This is an optimization exercise on Yosys and OpenROAD, whose aim is small area and a short achievable clock period, not a production implementation.
Function was checked by simulation only, so behaviour that the tests miss may differ from the original.

==> flow/design.v (excerpt) <==
module dmd_top (
    input  wire        clk,
    input  wire        rst,
    input  wire [47:0] cfg_freq,      
    input  wire [2:0]  cfg_mode,      
    input  wire [17:0] cfg_ax0_i,
    input  wire [17:0] cfg_ax0_q,
    input  wire [17:0] cfg_ax1_i,
    input  wire [17:0] cfg_ax1_q,
    input  wire [35:0] cfg_t0,
    input  wire [35:0] cfg_t1,
    input  wire [35:0] cfg_t2,
    input  wire        s_valid,
    input  wire        s_start,       
    input  wire [11:0] s_len,         
    input  wire [47:0] s_phase,       
    input  wire [15:0] s_y,           
    input  wire [35:0] s_w,           
    output reg         res_valid,
    output reg  [35:0] res_i,
    output reg  [35:0] res_q,
    output reg  [1:0]  res_state,
    output reg  [3:0]  res_flags      
);
Size: about 430 I/O pins, roughly 62000 um^2 of cells after synthesis.
Settings: LEC_CHECK=0, CAP_MARGIN=20, CORE_MARGIN=2, CORE_UTILIZATION=40, SETUP_SLACK_MARGIN=1.0, SLEW_MARGIN=20, SYNTH_MEMORY_MAX_BITS=65536; clock period 20.0 ns.
standard.sh (not shown) runs the stock make flow with config.mk's settings and CLKGATE_MAP_FILE= SYNTH_SCRIPT=/design/flow/synth_recipe.tcl, a recipe that flattens the netlist after the stock synthesis.
==> flow/flow/run.sh <==
#!/bin/bash
# The standard layout (the standard.sh), except that timing repair aims
# for more setup slack than the design's flow settings ask for. The clock
# period, constraints, synthesis, floorplan, power grid and routing are the
# standard ones.
set -euo pipefail
MARGIN=$(cat flow/margin.txt)
# standard synthesis, unchanged
bash standard.sh synth > synth.log 2>&1
# the rest of the standard flow with the larger setup margin
sed -e "s/SETUP_SLACK_MARGIN=[-0-9.]*/SETUP_SLACK_MARGIN=${MARGIN}/" standard.sh > standard_margin.sh
bash standard_margin.sh > layout.log 2>&1
==> flow/flow/margin.txt <==
14.4
Rerun with:
==> flow/flow/margin.txt (replaced) <==
14.8
Outcome:
- via count increases by 0.57%
- final area increases by 0.67%
- worst hold slack is worse by 0.021 ns
Rerun with:
==> flow/run.sh (new file) <==
#!/bin/bash
# synth_recipe.tcl (not shown) runs the flow's synth.tcl, then flattens the netlist and writes it again
# the make line also repeats each setting of config.mk as NAME=value (left out here)
make -C /OpenROAD-flow-scripts/flow DESIGN_CONFIG=/design/flow/config.mk WORK_HOME=/design/flow/orfs CLKGATE_MAP_FILE= SYNTH_SCRIPT=/design/flow/synth_recipe.tcl finish
removed: flow/flow/run.sh
removed: flow/flow/margin.txt
removed: flow/standard.sh
Final area decreases slightly.
Cell count came out lower slightly.
Via count went down slightly.


== run A ==
Another version of the RTL of dmd_top (not shown whole).
Size in the first run: ~7000 cells after synthesis, ~430 I/O pins.
Design dmd_top, start of the top module:
module dmd_top (
    input  wire        clk,
    input  wire        rst,
    input  wire [47:0] cfg_freq,      
    input  wire [2:0]  cfg_mode,      
    input  wire [17:0] cfg_ax0_i,
    input  wire [17:0] cfg_ax0_q,
    input  wire [17:0] cfg_ax1_i,
    input  wire [17:0] cfg_ax1_q,
    input  wire [35:0] cfg_t0,
    input  wire [35:0] cfg_t1,
    input  wire [35:0] cfg_t2,
    input  wire        s_valid,
    input  wire        s_start,       
    input  wire [11:0] s_len,         
    input  wire [47:0] s_phase,       
    input  wire [15:0] s_y,           
    input  wire [35:0] s_w,           
    output reg         res_valid,
    output reg  [35:0] res_i,
    output reg  [35:0] res_q,
    output reg  [1:0]  res_state,
    output reg  [3:0]  res_flags      
);
export LEC_CHECK = 0
export CAP_MARGIN = 20
export CORE_MARGIN = 2
export CORE_UTILIZATION = 58
export SETUP_SLACK_MARGIN = 1.0
export SLEW_MARGIN = 20
export SYNTH_MEMORY_MAX_BITS = 65536
create_clock -name core_clock -period 20.0 [get_ports {clk}]
==> flow/flow/run.sh <==
#!/bin/bash
# The standard layout (the standard.sh), except that timing repair aims
# for more setup slack than the design's flow settings ask for, and the port
# buffers are sky130_fd_sc_hd__buf_1. The clock period, constraints,
# synthesis, floorplan, power grid and routing are the standard ones.
set -euo pipefail
MARGIN=$(cat flow/margin.txt)
# standard synthesis, unchanged
bash standard.sh synth > synth.log 2>&1
# the rest of the standard flow with the larger setup margin
sed -e "s/SETUP_SLACK_MARGIN=[-0-9.]*/SETUP_SLACK_MARGIN=${MARGIN} BUFFER_PORTS_ARGS='-buffer_cell sky130_fd_sc_hd__buf_1'/" standard.sh > standard_margin.sh
bash standard_margin.sh > layout.log 2>&1
==> flow/flow/margin.txt <==
14.9
### run A -> run B
- changing CORE_UTILIZATION from 58 to 40
- setting CTS_CLUSTER_SIZE to 30 for the first time
==> flow/flow/run.sh <==
#!/bin/bash
# The standard layout (the standard.sh), except that timing repair aims
# for more setup slack than the design's flow settings ask for, and the port
# buffers are sky130_fd_sc_hd__buf_2. The clock period, constraints,
# synthesis, floorplan, power grid and routing are the standard ones.
set -euo pipefail
MARGIN=$(cat flow/margin.txt)
# standard synthesis, unchanged
bash standard.sh synth > synth.log 2>&1
# the rest of the standard flow with the larger setup margin
sed -e "s/SETUP_SLACK_MARGIN=[-0-9.]*/SETUP_SLACK_MARGIN=${MARGIN} BUFFER_PORTS_ARGS='-buffer_cell sky130_fd_sc_hd__buf_2'/" standard.sh > standard_margin.sh
bash standard_margin.sh > layout.log 2>&1
### Flow results
Clock-cell share of area delta (run A -> run B): insignificant
Relative to run A, the buffer count excluding the clock tree in the final layout of run B is higher by 21.
Having completed the whole flow, run B delivered a layout that passed the timing, DRC and antenna checks.
Edits applied to the flow inputs when going from run B to run C:
- CTS_CLUSTER_SIZE no longer set, was 30
- CORE_UTILIZATION now 58, was 40
Per the final summary, run C finished and its layout is clean on timing, DRC and antenna. When run C is set beside run B, its initial DRC count turns out to be 0.45% smaller. HPWL after detailed placement in run C vs run B: down 7.7%. When run C is set beside run B, its final area turns out to be 1.5% smaller. For the count of buffers added by post-CTS timing repair for setup, run C came in 2 higher than run B did. Route | run C vs run B | wire shorter in run C.
Modified inputs, run D compared to run C
- swapping 58 for 52 in CORE_UTILIZATION
==> flow/flow/run.sh <==
#!/bin/bash
# The standard layout (the standard.sh), except that timing repair aims
# for more setup slack than the design's flow settings ask for, and the port
# buffers are sky130_fd_sc_hd__buf_1. The clock period, constraints,
# synthesis, floorplan, power grid and routing are the standard ones.
set -euo pipefail
MARGIN=$(cat flow/margin.txt)
# standard synthesis, unchanged
bash standard.sh synth > synth.log 2>&1
# the rest of the standard flow with the larger setup margin
sed -e "s/SETUP_SLACK_MARGIN=[-0-9.]*/SETUP_SLACK_MARGIN=${MARGIN} BUFFER_PORTS_ARGS='-buffer_cell sky130_fd_sc_hd__buf_1'/" standard.sh > standard_margin.sh
bash standard_margin.sh > layout.log 2>&1
- Final cell count in run D is 216 above run C.
- Status: sequential cell area parity (run D, run C)
- Diff run C -> run D: wire length the detailed router placed on met1 shows an increase of 4.9%, global placement routability congestion shows no meaningful change, hold slack ~0 delta.
- Re worst max-slew margin expressed relative to the limit: run D and run C aren't equal, and the lower value belongs to run C.
- Run D vs. run C: via count decreased 993, clock buffer count in the final layout increased 8.

afterwards: timing with drivers on the ports:
In the flow no input, the clock included, has a driving cell. The finished layouts below were timed again as built, in two steps.
Step 1 (the two cells are an assumption about what drives the block):
set clk [get_ports {clk}]
set_driving_cell -lib_cell sky130_fd_sc_hd__clkbuf_16 $clk
set_driving_cell -lib_cell sky130_fd_sc_hd__buf_2 [delete_from_list [all_inputs] $clk]
Step 2 moves the port delays by t, midway between the first and last clock arrival at a register: inputs arrive t later, outputs are due t later. That takes back most of the time a late clock gives input paths.
Slacks: ideal ports / drivers / drivers and shift; pairs: ideal ports / drivers.
run | t (ns) | slack for setup (ns) | worst hold slack (ns)
the first run of note 1 | 0.786 | 14.433 / 14.357 / 13.717 | 0.325 / 0.325 / 0.325
the second run of note 1 | 0.798 | 14.520 / 14.438 / 14.107 | 0.304 / 0.304 / 0.304
the third run of note 1 | 0.789 | 13.632 / 13.632 / 12.921 | 0.326 / 0.326 / 0.326
run A | 0.765 | 14.794 / 14.713 / 14.391 | 0.331 / 0.331 / 0.331
run B | 0.812 | 14.764 / 14.680 / 14.401 | 0.326 / 0.326 / 0.326
run C | 0.770 | 14.786 / 14.709 / 14.365 | 0.330 / 0.330 / 0.330
run D | 0.782 | 14.771 / 14.695 / 14.311 | 0.332 / 0.332 / 0.332
After both steps setup and hold are still met in every run listed. The setup slack of the first run of note 1, which loses most, moves by -0.076 ns with the drivers and by -0.716 ns with both steps.
